Source: an optimization exercise on an open RTL-to-GDS flow (aim: small area, a short achievable clock period and few clock cycles per item). Production flows keep margins and buffers that such runs may drop.
Only simulation tests tie the RTL to the original design; equivalence was not proved.
Power is estimated from default activity; no workload was simulated.

File: flow/run.sh
#!/bin/bash
# synth_recipe.tcl (not shown) runs the flow's synth.tcl, then flattens the netlist and writes it again
# the make line also repeats each setting of config.mk as NAME=value (left out here)
make -C /OpenROAD-flow-scripts/flow DESIGN_CONFIG=/design/flow/config.mk WORK_HOME=/design/flow/orfs CLKGATE_MAP_FILE= SYNTH_SCRIPT=/design/flow/synth_recipe.tcl finish
File: flow/config.mk
export PLATFORM = sky130hd
export DESIGN_NAME = kx_line_packer
export DESIGN_NICKNAME = kx_line_packer
export VERILOG_FILES = /design/flow/design.v
export SDC_FILE = /design/flow/constraint.sdc
export NUM_CORES = 4
export LEC_CHECK = 0
export CAP_MARGIN = 20
export CORE_MARGIN = 2
export CORE_UTILIZATION = 40
export CTS_BUF_LIST = sky130_fd_sc_hd__clkbuf_8 sky130_fd_sc_hd__clkbuf_16
export CTS_CLUSTER_DIAMETER = 60
export CTS_CLUSTER_SIZE = 16
export SLEW_MARGIN = 20
File: flow/constraint.sdc
create_clock -name core_clock -period 13.0 [get_ports {clk}]
set_input_delay 2.6000 -clock core_clock [delete_from_list [all_inputs] [get_ports {clk}]]
set_output_delay 2.6000 -clock core_clock [all_outputs]
set_load 0.01 [all_outputs]
File: flow/design.v
module kx_line_packer (
    input  wire        clk,
    input  wire        rst,
    input  wire [11:0] cfg_nozzles,    
    input  wire [3:0]  cfg_def,        
    input  wire [1:0]  cfg_op1,        
    input  wire [1:0]  cfg_op2,
    input  wire [1:0]  cfg_op3,
    input  wire        cfg_mask_en,    
    input  wire [31:0] cfg_sub,        
    input  wire [1:0]  cfg_sub_cap,
    input  wire [11:0] cfg_ovl_hi,     
    input  wire [11:0] cfg_ovl_lo,     
    input  wire        in_valid,
    output wire        in_ready,
    input  wire [3:0]  in_line,        
    input  wire [15:0] in_l0,          
    input  wire [15:0] in_l1,
    input  wire [15:0] in_l2,
    input  wire [15:0] in_l3,
    input  wire [2:0]  in_cov,         
    input  wire [7:0]  in_mask,        
    input  wire [7:0]  in_dead,        
    output reg         out_valid,
    output reg         out_last,
    output reg  [15:0] out_codes
);
    localparam LANES = 8;
    integer i;
    function gt2(input [1:0] a, input [1:0] b);
        gt2 = (a[1] & ~b[1]) | (a[1] & a[0] & ~b[0]) | (~b[1] & a[0] & ~b[0]);
    endfunction
    function [1:0] max2(input [1:0] a, input [1:0] b);
        max2 = gt2(a, b) ? a : b;
    endfunction
    function [1:0] min2(input [1:0] a, input [1:0] b);
        min2 = gt2(b, a) ? a : b;
    endfunction
    function [1:0] apply_layer(input [1:0] v, input [1:0] u, input [1:0] op,
                               input active);
        begin
            apply_layer = v;
            if (active && u != 2'b00) begin
                case (op)
                    2'd0:    apply_layer = u;
                    2'd1:    apply_layer = max2(v, u);
                    2'd2:    apply_layer = 2'b00;
                    default: apply_layer = v;
                endcase
            end
        end
    endfunction
    function [7:0] dither(input [3:0] x, input [3:0] y);
        reg [3:0] a;
        begin
            a = x ^ y;
            dither = {a[0], y[0], a[1], y[1], a[2], y[2], a[3], y[3]};
        end
    endfunction
    function [13:0] add13(input [12:0] x, input [12:0] y, input ci);
        reg [13:0] g, p;
        reg [13:0] gn, pn;
        integer k, l, j;
        begin
            g[0] = ci;
            p[0] = 1'b0;
            for (k = 0; k < 13; k = k + 1) begin
                g[k+1] = x[k] & y[k];
                p[k+1] = x[k] | y[k];
            end
            for (l = 0; l < 4; l = l + 1) begin
                gn = g;
                pn = p;
                for (k = 0; k < 14; k = k + 1) begin
                    if ((k >> l) & 1) begin
                        j = ((k >> l) << l) - 1;
                        gn[k] = g[k] | (p[k] & g[j]);
                        pn[k] = p[k] & p[j];
                    end
                end
                g = gn;
                p = pn;
            end
            for (k = 0; k < 13; k = k + 1)
                add13[k] = x[k] ^ y[k] ^ g[k];
            add13[13] = g[13];
        end
    endfunction
    function ge13(input [12:0] x, input [12:0] y);
        reg [13:0] g, p;
        reg [13:0] gn, pn;
        integer k, l, j;
        begin
            g[0] = 1'b1;
            p[0] = 1'b0;
            for (k = 0; k < 13; k = k + 1) begin
                g[k+1] = x[k] & ~y[k];
                p[k+1] = x[k] | ~y[k];
            end
            for (l = 0; l < 4; l = l + 1) begin
                gn = g;
                pn = p;
                for (k = 0; k < 14; k = k + 1) begin
                    if ((k >> l) & 1) begin
                        j = ((k >> l) << l) - 1;
                        gn[k] = g[k] | (p[k] & g[j]);
                        pn[k] = p[k] & p[j];
                    end
                end
                g = gn;
                p = pn;
            end
            ge13 = g[13];
        end
    endfunction
    function [13:0] radd13(input [12:0] x, input [12:0] y, input ci);
        integer k;
        reg     c;
        begin
            c = ci;
            for (k = 0; k < 13; k = k + 1) begin
                radd13[k] = x[k] ^ y[k] ^ c;
                c = (x[k] & y[k]) | (c & (x[k] ^ y[k]));
            end
            radd13[13] = c;
        end
    endfunction
    function rge13(input [12:0] x, input [12:0] y);
        integer k;
        reg     c;
        begin
            c = 1'b1;
            for (k = 0; k < 13; k = k + 1)
                c = (x[k] == y[k]) ? c : x[k];
            rge13 = c;
        end
    endfunction
    function [25:0] csa13(input [12:0] x, input [12:0] y, input [12:0] z);
        integer k;
        begin
            for (k = 0; k < 13; k = k + 1) begin
                csa13[k]      = x[k] ^ y[k] ^ z[k];
                csa13[13 + k] = (x[k] & y[k]) | (x[k] & z[k]) | (y[k] & z[k]);
            end
        end
    endfunction
    reg  [11:0] r_wlo, r_whi, r_hs;
    reg  [5:0]  r_n;                             
    wire [8:0]  r_lastb = {r_n - 6'd1, 3'b111};  
    reg  [31:0] r_subm;
    reg  [3:0]  r_def;
    reg  [1:0]  r_op1, r_op2, r_op3;
    reg         r_mask_en;
    wire [13:0] hs_s = add13({1'b0, r_n, 6'd0}, ~{1'b0, r_whi}, 1'b1);
    always @(posedge clk) begin
        r_wlo <= cfg_ovl_lo;
        r_whi <= cfg_ovl_hi;
        r_hs  <= hs_s[11:0];                        
        r_n   <= cfg_nozzles[11:6];
        r_def     <= cfg_def;
        r_op1     <= cfg_op1;
        r_op2     <= cfg_op2;
        r_op3     <= cfg_op3;
        r_mask_en <= cfg_mask_en;
        for (i = 0; i < 16; i = i + 1)
            r_subm[2*i +: 2] <= min2(cfg_sub_cap, cfg_sub[2*i +: 2]);
    end
    reg         tbl_ok;
    reg  [4:0]  eng_t;
    reg  [19:0] lo_e1, lo_e2, lo_e3, lo_e4, lo_e5, lo_e6, lo_e7, lo_e8;    
    reg  [19:0] hi_e1, hi_e2, hi_e3, hi_e4, hi_e5, hi_e6, hi_e7, hi_e8;
    reg  [19:0] hi_init;                             
    wire        eng_run  = ~tbl_ok & (in_valid | (eng_t != 5'd0));
    wire [4:0]  eng_tn   = (eng_t == 5'd19) ? 5'd0 : eng_t + 5'd1;
    wire [3:0]  eng_nn   = eng_tn[3:0] - 4'd10;      
    wire [3:0]  hi_init_o = 4'd8 - {1'b0, r_hs[2:0]};
    reg         eng_isdv, eng_d0, eng_clr, eng_iswk, eng_c2, eng_c3, eng_c4,
                eng_c5, eng_c6, eng_c7, eng_icap, eng_last;
    wire        eng_done = ~tbl_ok & eng_last;
    function [19:0] div_step(input d0, input [19:0] e1, input [11:0] wm1);
        reg [12:0] x;
        reg [13:0] sd;
        begin
            x  = {(d0 ? 12'd0 : e1[11:0]), d0};
            sd = add13(x, ~{1'b0, wm1}, 1'b0);        
            div_step = {(d0 ? 7'd0 : e1[18:12]), ~sd[12], sd[12] ? x[11:0] : sd[11:0]};
        end
    endfunction
    function [19:0] walk_step(input [19:0] e, input [19:0] e1, input [12:0] e1m);
        reg [13:0] s, sd, as0, as1, as;
        begin
            s   = add13({1'b0, e[11:0]}, {1'b0, e1[11:0]}, 1'b0);
            sd  = add13({1'b0, e[11:0]}, e1m, 1'b0);
            as0 = add13({5'd0, e[19:12]}, {5'd0, e1[19:12]}, 1'b0);
            as1 = add13({5'd0, e[19:12]}, {5'd0, e1[19:12]}, 1'b1);
            as  = sd[12] ? as0 : as1;
            walk_step[11:0]  = sd[12] ? s[11:0] : sd[11:0];
            walk_step[19:12] = as[7:0];
        end
    endfunction
    reg  [12:0] lo_e1m, hi_e1m;
    wire [19:0] lo_dnx = div_step(eng_d0, lo_e1, r_wlo);
    wire [19:0] hi_dnx = div_step(eng_d0, hi_e1, r_whi);
    wire [19:0] lo_wnx = walk_step(lo_e8, lo_e1, lo_e1m);
    wire [19:0] hi_wnx = walk_step(hi_e8, hi_e1, hi_e1m);
    wire [13:0] lo_e1m_s = add13({1'b0, lo_e1[11:0]}, ~{1'b0, r_wlo}, 1'b0);
    wire [13:0] hi_e1m_s = add13({1'b0, hi_e1[11:0]}, ~{1'b0, r_whi}, 1'b0);
    wire line_idle;
    always @(posedge clk) begin
        if (rst) begin
            tbl_ok   <= 1'b0;
            eng_t    <= 5'd0;
            eng_isdv <= 1'b0;
            eng_d0   <= 1'b0;
            eng_clr  <= 1'b0;
            eng_iswk <= 1'b0;
            eng_c2   <= 1'b0;
            eng_c3   <= 1'b0;
            eng_c4   <= 1'b0;
            eng_c5   <= 1'b0;
            eng_c6   <= 1'b0;
            eng_c7   <= 1'b0;
            eng_icap <= 1'b0;
            eng_last <= 1'b0;
        end else begin
            if (eng_run) begin
                eng_t    <= eng_tn;
                eng_isdv <= (eng_tn >= 5'd1) & (eng_tn <= 5'd9);
                eng_d0   <= (eng_tn == 5'd1);
                eng_clr  <= (eng_tn == 5'd10);
                eng_iswk <= (eng_tn >= 5'd11) & (eng_tn <= 5'd18);
                eng_c2   <= (eng_tn == 5'd12);
                eng_c3   <= (eng_tn == 5'd13);
                eng_c4   <= (eng_tn == 5'd14);
                eng_c5   <= (eng_tn == 5'd15);
                eng_c6   <= (eng_tn == 5'd16);
                eng_c7   <= (eng_tn == 5'd17);
                eng_icap <= (eng_tn >= 5'd11) & (eng_tn <= 5'd18) & (eng_nn == hi_init_o);
                eng_last <= (eng_tn == 5'd19);
            end
            if (eng_done)
                tbl_ok <= 1'b1;
            else if (line_idle)
                tbl_ok <= 1'b0;
        end
    end
    always @(posedge clk) begin
        if (eng_isdv) begin
            lo_e1 <= lo_dnx;
            hi_e1 <= hi_dnx;
        end
        lo_e1m <= lo_e1m_s[12:0];
        hi_e1m <= hi_e1m_s[12:0];
        if (eng_clr | eng_iswk) begin
            lo_e8 <= lo_wnx & {20{~eng_clr}};
            hi_e8 <= hi_wnx & {20{~eng_clr}};
        end
        if (eng_c2) begin
            lo_e2 <= lo_wnx;
            hi_e2 <= hi_wnx;
        end
        if (eng_c3) begin
            lo_e3 <= lo_wnx;
            hi_e3 <= hi_wnx;
        end
        if (eng_c4) begin
            lo_e4 <= lo_wnx;
            hi_e4 <= hi_wnx;
        end
        if (eng_c5) begin
            lo_e5 <= lo_wnx;
            hi_e5 <= hi_wnx;
        end
        if (eng_c6) begin
            lo_e6 <= lo_wnx;
            hi_e6 <= hi_wnx;
        end
        if (eng_c7) begin
            lo_e7 <= lo_wnx;
            hi_e7 <= hi_wnx;
        end
        if (eng_icap)
            hi_init <= hi_wnx;
    end
    assign in_ready = tbl_ok;
    wire in_fire = in_valid & tbl_ok;
    reg              p_valid;
    reg  [15:0]      p_code;
    reg  [7:0]       p_dead;
    reg  [3:0]       p_pop;       
    reg  [3:0]       p_x;
    reg  [8:0] apos;          
    wire [13:0] apos_s  = radd13({4'd0, apos}, 13'd0, 1'b1);
    wire [8:0]  apos_inc = apos_s[8:0];
    wire        f_last  = (apos == r_lastb);
    always @(posedge clk) begin
        if (rst)
            apos <= 9'd0;
        else if (p_valid)
            apos <= f_last ? 9'd0 : apos_inc;
    end
    reg  [15:0] s0_code;
    always @(*) begin : stage0
        reg [1:0] v;
        for (i = 0; i < LANES; i = i + 1) begin
            v = r_def[0] ? in_l0[2*i +: 2] : 2'b00;
            v = apply_layer(v, in_l1[2*i +: 2], r_op1, r_def[1] & in_cov[0]);
            v = apply_layer(v, in_l2[2*i +: 2], r_op2, r_def[2] & in_cov[1]);
            v = apply_layer(v, in_l3[2*i +: 2], r_op3, r_def[3] & in_cov[2]);
            if (r_mask_en && !in_mask[i])
                v = 2'b00;
            s0_code[2*i +: 2] = v;
        end
    end
    always @(posedge clk) begin
        if (rst)
            p_valid <= 1'b0;
        else
            p_valid <= in_fire;
        p_code <= s0_code;
        p_dead <= in_dead;
        p_pop  <= {3'd0, in_dead[0]} + {3'd0, in_dead[1]} + {3'd0, in_dead[2]} + {3'd0, in_dead[3]}
                + {3'd0, in_dead[4]} + {3'd0, in_dead[5]} + {3'd0, in_dead[6]} + {3'd0, in_dead[7]};
        p_x    <= in_line;
    end
    reg  [7:0]  lo_t;
    reg  [11:0] lo_rn;
    reg  [7:0]  hi_t;
    reg  [11:0] hi_r;
    reg  [12:0] lo_k8, hi_k8;
    wire [13:0] lo_k8_s = add13({1'b0, r_wlo}, ~{1'b0, lo_e8[11:0]}, 1'b1);
    wire [13:0] hi_k8_s = add13({1'b0, hi_e8[11:0]}, ~{1'b0, r_whi}, 1'b0);
    always @(posedge clk) begin
        lo_k8 <= lo_k8_s[12:0];
        hi_k8 <= hi_k8_s[12:0];
    end
    function [19:0] fwd_rn(input [7:0] t, input [11:0] rn, input [19:0] e, input [12:0] k);
        reg [13:0] d, dw, ts, t1;
        begin
            d  = add13({1'b0, rn}, ~{1'b0, e[11:0]}, 1'b1);
            dw = add13({1'b0, rn}, k, 1'b1);
            ts = add13({5'd0, t}, {5'd0, e[19:12]}, 1'b0);
            t1 = add13({5'd0, t}, {5'd0, e[19:12]}, 1'b1);
            fwd_rn = {d[13] ? ts[7:0] : t1[7:0], d[13] ? d[11:0] : dw[11:0]};
        end
    endfunction
    function [19:0] fwd_r(input [7:0] t, input [11:0] r, input [19:0] e, input [12:0] k);
        reg [13:0] s, sd, ts, t1;
        begin
            s  = add13({1'b0, r}, {1'b0, e[11:0]}, 1'b0);
            sd = add13({1'b0, r}, k, 1'b0);
            ts = add13({5'd0, t}, {5'd0, e[19:12]}, 1'b0);
            t1 = add13({5'd0, t}, {5'd0, e[19:12]}, 1'b1);
            fwd_r = {sd[12] ? ts[7:0] : t1[7:0], sd[12] ? s[11:0] : sd[11:0]};
        end
    endfunction
    wire [19:0] lo_s8 = fwd_rn(lo_t, lo_rn, lo_e8, lo_k8);
    wire [19:0] hi_f8 = fwd_r(hi_t, hi_r, hi_e8, hi_k8);
    wire [19:0] lo_tb [1:7];
    wire [19:0] hi_tb [1:7];
    assign lo_tb[1] = lo_e1;  assign hi_tb[1] = hi_e1;
    assign lo_tb[2] = lo_e2;  assign hi_tb[2] = hi_e2;
    assign lo_tb[3] = lo_e3;  assign hi_tb[3] = hi_e3;
    assign lo_tb[4] = lo_e4;  assign hi_tb[4] = hi_e4;
    assign lo_tb[5] = lo_e5;  assign hi_tb[5] = hi_e5;
    assign lo_tb[6] = lo_e6;  assign hi_tb[6] = hi_e6;
    assign lo_tb[7] = lo_e7;  assign hi_tb[7] = hi_e7;
    reg  [6:0] lo_c, hi_c;
    always @(*) begin
        for (i = 0; i < 7; i = i + 1) begin
            lo_c[i] = ~rge13({1'b0, lo_rn}, {1'b0, lo_tb[i+1][11:0]});
            hi_c[i] = ~rge13({1'b0, hi_r},  {1'b0, hi_tb[7-i][11:0]});
        end
    end
    wire f_lo_all = ~rge13({4'd0, apos}, {4'd0, r_wlo[11:3]});
    wire f_lo_at  = (apos == r_wlo[11:3]);
    wire f_hi_all = ~rge13({4'd0, r_hs[11:3]}, {4'd0, apos});
    wire f_hi_at  = (apos == r_hs[11:3]);
    always @(posedge clk) begin
        if (eng_done || (p_valid && f_last)) begin
            lo_t  <= 8'd0;
            lo_rn <= r_wlo;
            hi_t  <= hi_init[19:12];
            hi_r  <= hi_init[11:0];
        end else if (p_valid) begin
            lo_t  <= lo_s8[19:12];
            lo_rn <= lo_s8[11:0];
            if (f_hi_all | f_hi_at) begin
                hi_t <= hi_f8[19:12];
                hi_r <= hi_f8[11:0];
            end
        end
    end
    reg              a_valid;
    reg              a_first, a_last, a_pos0;
    reg  [15:0]      a_code;
    reg  [LANES-1:0] a_dead;
    reg  [3:0]       a_x;
    reg  [3:0]       a_pop;       
    reg  [7:0]       a_lo_tb, a_lo_t7, a_hi_t7;
    reg  [6:0]       a_lo_c, a_hi_c;
    reg              a_lo_all, a_lo_at, a_hi_all, a_hi_at;
    always @(posedge clk) begin
        if (rst)
            a_valid <= 1'b0;
        else
            a_valid <= p_valid;
        a_first  <= (apos == 9'd0);
        a_last   <= f_last;
        a_pos0   <= apos[0];
        a_code   <= p_code;
        a_dead   <= p_dead;
        a_pop    <= p_pop;
        a_x      <= p_x;
        a_lo_tb  <= lo_t;
        a_lo_t7  <= lo_s8[19:12];
        a_hi_t7  <= hi_t;
        a_lo_c   <= lo_c;
        a_hi_c   <= hi_c;
        a_lo_all <= f_lo_all;
        a_lo_at  <= f_lo_at;
        a_hi_all <= f_hi_all;
        a_hi_at  <= f_hi_at;
    end
    reg  [8:0] srv_left;      
    function sign9(input [8:0] x, input [8:0] y, input ci);
        reg [13:0] cy;
        begin
            cy = add13({5'd0, x[7:0]}, {5'd0, y[7:0]}, ci);
            sign9 = x[8] ^ y[8] ^ cy[8];
        end
    endfunction
    function lo_kill_f(input [7:0] t, input [7:0] alpha, input c, input [7:0] d);
        reg [25:0] cs;
        begin
            cs = csa13({5'd0, d}, {4'hf, ~{1'b0, t}}, {4'hf, ~{1'b0, alpha}});
            lo_kill_f = ~sign9(cs[8:0], {cs[20:13], ~c}, 1'b1);
        end
    endfunction
    function hi_kill_f(input [7:0] t, input [7:0] alpha, input c, input [7:0] d);
        reg [25:0] cs;
        begin
            cs = csa13({5'd0, t}, {4'hf, ~{1'b0, d}}, {4'hf, ~{1'b0, alpha}});
            hi_kill_f = ~sign9(cs[8:0], {cs[20:13], ~c}, 1'b0);
        end
    endfunction
    reg  [LANES-1:0] s1_served;
    reg  [LANES-1:0] s1_keep;
    reg  [3:0]  pcnt;
    reg  [13:0] srv_d;
    always @(*) begin : stage1
        reg [3:0]  y;
        reg [13:0] ys;
        reg [7:0]  d;
        reg        in_lo, in_hi, lo_kill, hi_kill;
        pcnt = 4'd0;
        for (i = 0; i < LANES; i = i + 1) begin
            s1_served[i] = a_dead[i] & ((|srv_left[8:3]) | (pcnt[2:0] < srv_left[2:0]));
            pcnt = pcnt + {3'd0, a_dead[i]};
            y = {a_pos0, i[2:0]};
            d = dither(a_x, y);
            in_lo = a_lo_all | (a_lo_at & (i[2:0] < r_wlo[2:0]));
            case (i)
                0: lo_kill = lo_kill_f(a_lo_tb, lo_e1[19:12], a_lo_c[0], d);
                1: lo_kill = lo_kill_f(a_lo_tb, lo_e2[19:12], a_lo_c[1], d);
                2: lo_kill = lo_kill_f(a_lo_tb, lo_e3[19:12], a_lo_c[2], d);
                3: lo_kill = lo_kill_f(a_lo_tb, lo_e4[19:12], a_lo_c[3], d);
                4: lo_kill = lo_kill_f(a_lo_tb, lo_e5[19:12], a_lo_c[4], d);
                5: lo_kill = lo_kill_f(a_lo_tb, lo_e6[19:12], a_lo_c[5], d);
                6: lo_kill = lo_kill_f(a_lo_tb, lo_e7[19:12], a_lo_c[6], d);
                default: lo_kill = rge13({5'd0, d}, {5'd0, a_lo_t7});
            endcase
            ys = radd13({9'd0, a_pos0, i[2:0]}, {9'd0, r_whi[3:0]}, 1'b0);
            y = ys[3:0];
            d = dither(a_x, y);
            in_hi = a_hi_all | (a_hi_at & (i[2:0] >= r_hs[2:0]));
            case (i)
                0: hi_kill = hi_kill_f(a_hi_t7, hi_e7[19:12], a_hi_c[0], d);
                1: hi_kill = hi_kill_f(a_hi_t7, hi_e6[19:12], a_hi_c[1], d);
                2: hi_kill = hi_kill_f(a_hi_t7, hi_e5[19:12], a_hi_c[2], d);
                3: hi_kill = hi_kill_f(a_hi_t7, hi_e4[19:12], a_hi_c[3], d);
                4: hi_kill = hi_kill_f(a_hi_t7, hi_e3[19:12], a_hi_c[4], d);
                5: hi_kill = hi_kill_f(a_hi_t7, hi_e2[19:12], a_hi_c[5], d);
                6: hi_kill = hi_kill_f(a_hi_t7, hi_e1[19:12], a_hi_c[6], d);
                default: hi_kill = ~rge13({5'd0, d}, {5'd0, a_hi_t7});
            endcase
            s1_keep[i] = ~(in_lo & lo_kill) & ~(in_hi & hi_kill);
        end
        srv_d = radd13({4'd0, srv_left}, ~{9'd0, a_pop}, 1'b1);
    end
    always @(posedge clk) begin
        if (rst)
            srv_left <= 9'd256;
        else if (a_valid)
            srv_left <= a_last ? 9'd256 : srv_d[13] ? srv_d[8:0] : 9'd0;
    end
    reg              b_valid;
    reg              b_first;
    reg              b_last;
    reg  [15:0]      b_code;
    reg  [LANES-1:0] b_dead;
    reg  [LANES-1:0] b_served;
    reg  [LANES-1:0] b_keep;
    reg  [1:0]       l_code;
    reg              l_dead;
    reg              l_served;
    wire b_out = b_valid & (b_last | a_valid);
    assign line_idle = ~p_valid & ~a_valid & ~b_valid & ~out_valid & ~in_fire;
    reg  [1:0] nb_code   [0:LANES+1];
    reg        nb_dead   [0:LANES+1];
    reg        nb_served [0:LANES+1];
    reg  [1:0] rs_up     [0:LANES+1];    
    reg  [1:0] rs_dn     [0:LANES+1];    
    reg  [15:0] s2_codes;
    always @(*) begin : stage2
        reg [3:0] idx;
        reg [1:0] r;
        reg [1:0] o;
        integer   n;
        nb_code[0]   = l_code;
        nb_dead[0]   = l_dead & ~b_first;
        nb_served[0] = l_served & ~b_first;
        for (n = 0; n < LANES; n = n + 1) begin
            nb_code[n+1]   = b_code[2*n +: 2];
            nb_dead[n+1]   = b_dead[n];
            nb_served[n+1] = b_served[n];
        end
        nb_code[LANES+1]   = a_code[1:0];
        nb_dead[LANES+1]   = a_dead[0] & ~b_last;
        nb_served[LANES+1] = a_dead[0] & (|srv_left) & ~b_last;
        for (n = 0; n <= LANES + 1; n = n + 1) begin
            rs_up[n] = 2'b00;
            rs_dn[n] = 2'b00;
        end
        for (n = 0; n <= LANES; n = n + 1) begin
            idx = nb_dead[n] ? {nb_code[n], nb_code[n+1]} : {nb_code[n+1], nb_code[n]};
            r   = r_subm[2*idx +: 2];
            if (nb_served[n] && nb_code[n] != 2'b00)
                rs_dn[n+1] = r;
            if (nb_served[n+1] && nb_code[n+1] != 2'b00)
                rs_up[n] = r;
        end
        for (n = 1; n <= LANES; n = n + 1) begin
            o = max2(nb_code[n], max2(rs_dn[n], rs_up[n]));
            if (nb_dead[n] || !b_keep[n-1])
                o = 2'b00;
            s2_codes[2*(n-1) +: 2] = o;
        end
    end
    always @(posedge clk) begin
        if (rst) begin
            b_valid   <= 1'b0;
            out_valid <= 1'b0;
        end else begin
            out_valid <= b_out;
            if (a_valid)
                b_valid <= 1'b1;
            else if (b_out)
                b_valid <= 1'b0;
        end
    end
    always @(posedge clk) begin
        if (b_out) begin
            out_codes <= s2_codes;
            out_last  <= b_last;
            l_code    <= b_code[15:14];
            l_dead    <= b_dead[LANES-1];
            l_served  <= b_served[LANES-1];
        end
        if (a_valid) begin
            b_first  <= a_first;
            b_last   <= a_last;
            b_code   <= a_code;
            b_dead   <= a_dead;
            b_served <= s1_served;
            b_keep   <= s1_keep;
        end
    end
endmodule
==> summary.txt <==
## power breakdown
part,switching (uW),internal (uW),leakage [uW],total (uW)
Combinational,3000,1950,0.0133,4950
Sequential,411,3610,0.00639,4020
Clock,1070,1390,0.00140,2460
## final cells by class
class	instances	area [um2]	share of cell area
flip-flops and latches	728	18900	0.359
inverters	494	1850	0.0351
repair buffers	214	2060	0.0390
multi-input cells	2967	25200	0.477
well taps	1512	1890	0.0358
clock inverters	61	724	0.0137
clock buffers	86	2130	0.0403
diodes	1	2.50	0.0000474
## flip-flops by register name, indices dropped and copies added, names as in the netlist, 20 cells and up
register,cells
r_subm,32
hi_e1,20
hi_e2,20
hi_e3,20
hi_e4,20
hi_e5,20
hi_e6,20
hi_e7,20
hi_e8,20
hi_init,20
lo_e1,20
lo_e2,20
lo_e3,20
lo_e4,20
lo_e5,20
lo_e6,20
lo_e7,20
lo_e8,20
## placed cells by master, fill, tap and decap left out, types with 84 or more instances in the layout
cell type        count
inv_1              487
ha_1               456
edfxtp_1           435
dfxtp_1            283
nand2_1            242
a21oi_1            242
nor2_1             219
clkdlybuf4s50_1    182
nor2b_1            154
o21ai_0            152
fa_1               151
xnor2_1            129
mux2i_1             90
xor2_1              88
clkbuf_16           84
## final timing paths
kind / end / slack [ns] / cells after the start
max: b_keep[6]$_DFFE_PP_ / 8.03 / 14
min: a_code[14]$_DFF_P_ / 0.33 / 0
max reg2reg: b_keep[6]$_DFFE_PP_ / 8.03 / 14
min reg2reg: a_code[14]$_DFF_P_ / 0.33 / 0
## metal layers
layer	track usage	vias up	share of wire
met5	0	-	0.000057
met4	0.0548	2	0.024
met3	0.0270	169	0.050
met2	0.334	854	0.46
met1	0.292	15800	0.46
li1	-	15600	-
## metrics by stage
step	instances	instance area, um2	hold slack (ns)
after CTS	6062	52800	0.328
final	6063	52800	0.328
after floorplan	4287	46400	0.310
after global placement	5915	50000	0.311
after detailed placement	5915	50000	0.312
after global routing	6063	52800	0.331
## cells by family (layout without fill, tap and decap cells)
kind of cell | Yosys count | in the layout
simple gates | 994 | 994
fa+ha+maj | 692 | 692
other cells | 0 | 1
buf+inv | 592 | 855
compound gates | 883 | 883
flops | 728 | 728
mux | 179 | 179
xor+xnor | 219 | 219
## worst max-delay path, delay by kind of cell (launching register included)
family / cells / cell delay [ns]
buf+inv: 1 / 0.23
xor+xnor: 4 / 1.33
fa+ha+maj: 4 / 1.58
flops: 1 / 0.81
simple gates: 2 / 0.19
compound gates: 3 / 0.54
==> impl_metrics.env <==
export IMPL_status="finished clean"
export IMPL_synth_area_leaders="edfxtp_1 (28%), dfxtp_1 (13%), ha_1 (12%), fa_1 (6.5%), inv_1 (3.9%)"
export IMPL_cts_max_level=3
export IMPL_crit_path_end_kind="register"
export IMPL_slowest_delay_ns=0.81
export IMPL_postCtsSetupRepairBufs=0
export IMPL_period_share=0.382
export IMPL_ys_seq_area_frac=0.408
export IMPL_setup_violations=0
export IMPL_cts_tree="yes"
export IMPL_clock_sinks=728
export IMPL_fin_util=0.461
export IMPL_coreArea_um2=115000
export IMPL_syn_area_per_cell_um2=10.8
export IMPL_yosysMostFrequentCell="inv_1"
export IMPL_viasPerCell=5.34
export IMPL_root_buffer="clkbuf_16"
export IMPL_die_area_um2=119000
export IMPL_hpwlAfterDp_um=91500
export IMPL_synth_edf_count=435
export IMPL_hp_start="p_code[14]$_SDFF_PP0_"
export IMPL_start_util=0.404
export IMPL_start_kind="register"
export IMPL_r2r_start="r_whi[3]$_DFF_P_"
export IMPL_fmax_mhz=201
export IMPL_antenna_found_initial=2
export IMPL_yosys_area_share_simple=0.109
export IMPL_synth_top_family_by_area="adder cells"
export IMPL_synth_compound_area_share=0.126
export IMPL_overflow=0
export IMPL_crit_chain="xnor2_1, buf_4, xor2_1, xor2_1, fa_1, o31ai_1, nand3_1, o211ai_1, nand2_1, maj3_1, maj3_1, maj3_1, xor2_1, o22a_1"
export IMPL_track_usage=0.207
export IMPL_clockBufferDepth=3
export IMPL_syn_to_final_growth_pct=14.0
export IMPL_drive_above_1_share=0.0686
export IMPL_syn_inst=4287
export IMPL_preCtsSetupSlack_ns=7.53
export IMPL_crit_slowest_cell="dfxtp_1"
export IMPL_worstMarginPinSlew_ns=1.05
export IMPL_grt_max_degree=59
export IMPL_ant_nets=0
export IMPL_vias=32400
export IMPL_synth_top_cell_area_share=0.282
export IMPL_path_class="register to register"
export IMPL_drt_wl_total_um=123000
export IMPL_setup_tns_ns=0
export IMPL_post_drt_wl_per_cell_um=20.4
export IMPL_synth_seq_cells=728
export IMPL_clkLatencyLatePin_ns=0.67
export IMPL_dr_pass1_iters=8
export IMPL_ioPinCount=190
export IMPL_fillerInstances=10500
export IMPL_fp_dieH_um=344
export IMPL_vdd_ir_drop_worst_uv=143
export IMPL_yosysUniqueCellTypes=85
export IMPL_path_max_fanout=9
export IMPL_slew_violations=0
export IMPL_period_minus_slack_ns=4.97
export IMPL_grt_pass1_wl_um=189000
export IMPL_fin_ws_ns=8.03
export IMPL_drc=0
export IMPL_total_leakage_power_uw=0.0211
export IMPL_max_cap_violations=0
export IMPL_arrival_ns=5.36
export IMPL_report_final_hold_viol_count=0
export IMPL_ys_warn_count=6
export IMPL_synthesis_area_um2=46400
export IMPL_syn_num_nets=5065
export IMPL_synth_xor_area_frac=0.0414
export IMPL_yosys_area_top_type="edfxtp_1"
export IMPL_rsz0062_at_grt="no"
export IMPL_placementRows=124
export IMPL_synthAdderAreaFrac=0.207
export IMPL_synth_common_cells="inv_1 (481), ha_1 (456), edfxtp_1 (435)"
export IMPL_fin_worst_skew_ns=0.0419
export IMPL_slew_headroom=0.279
export IMPL_cts_made_buffers=80
export IMPL_cts_hold_fix_buffers=0
export IMPL_total_power_uw=11400
export IMPL_synth_mux_area_frac=0.0600
export IMPL_dieWidth_um=344
export IMPL_cp_startpoint="r_whi[3]$_DFF_P_"
export IMPL_post_cts_resized=0
export IMPL_grt_pass1_vias=31700
export IMPL_power_density_nw_per_um2=216
export IMPL_cts_clk_slew_worst_paths_ns=0.07
export IMPL_port_buffers=183
export IMPL_ys_flop_type="edfxtp_1"
export IMPL_drt_iter0_markers=2327
export IMPL_required_ns=13.40
export IMPL_layout_nets=5263
export IMPL_place_congestion=0.857
export IMPL_min_path_type="register to register"
export IMPL_ys_async_sr_fraction=0
Testbench counts, summed over its fixed seeds: cycles 25,344, beats 24,576.

## separate check: timing with driven ports
The flow's constraints put no driver on any port. The routed layout listed below was extracted and timed again, unchanged, in two steps.
Step 1 assumes that a clkbuf_16 drives the clock port and a buf_2 every other input.
Step 2 times the ports against the registers' clock, not the clock port: input delays grow and output delays shrink by t, the midpoint of the rising clock arrivals with the driver on.
Slacks: no drivers / after step 1 / after step 2; pairs: no drivers / after step 1.
shift t [ns]: 0.718
slack for setup (ns): 8.033 / 8.033 / 7.394
worst hold slack (ns): 0.328 / 0.328 / 0.328
worst setup path at the end: input to register
slew at the worst register clock pin (ns): 0.07 / 0.07
After both steps this run still meets setup and hold. The setup slack of this run moves by 0.000 ns with the drivers and by -0.639 ns with both steps.
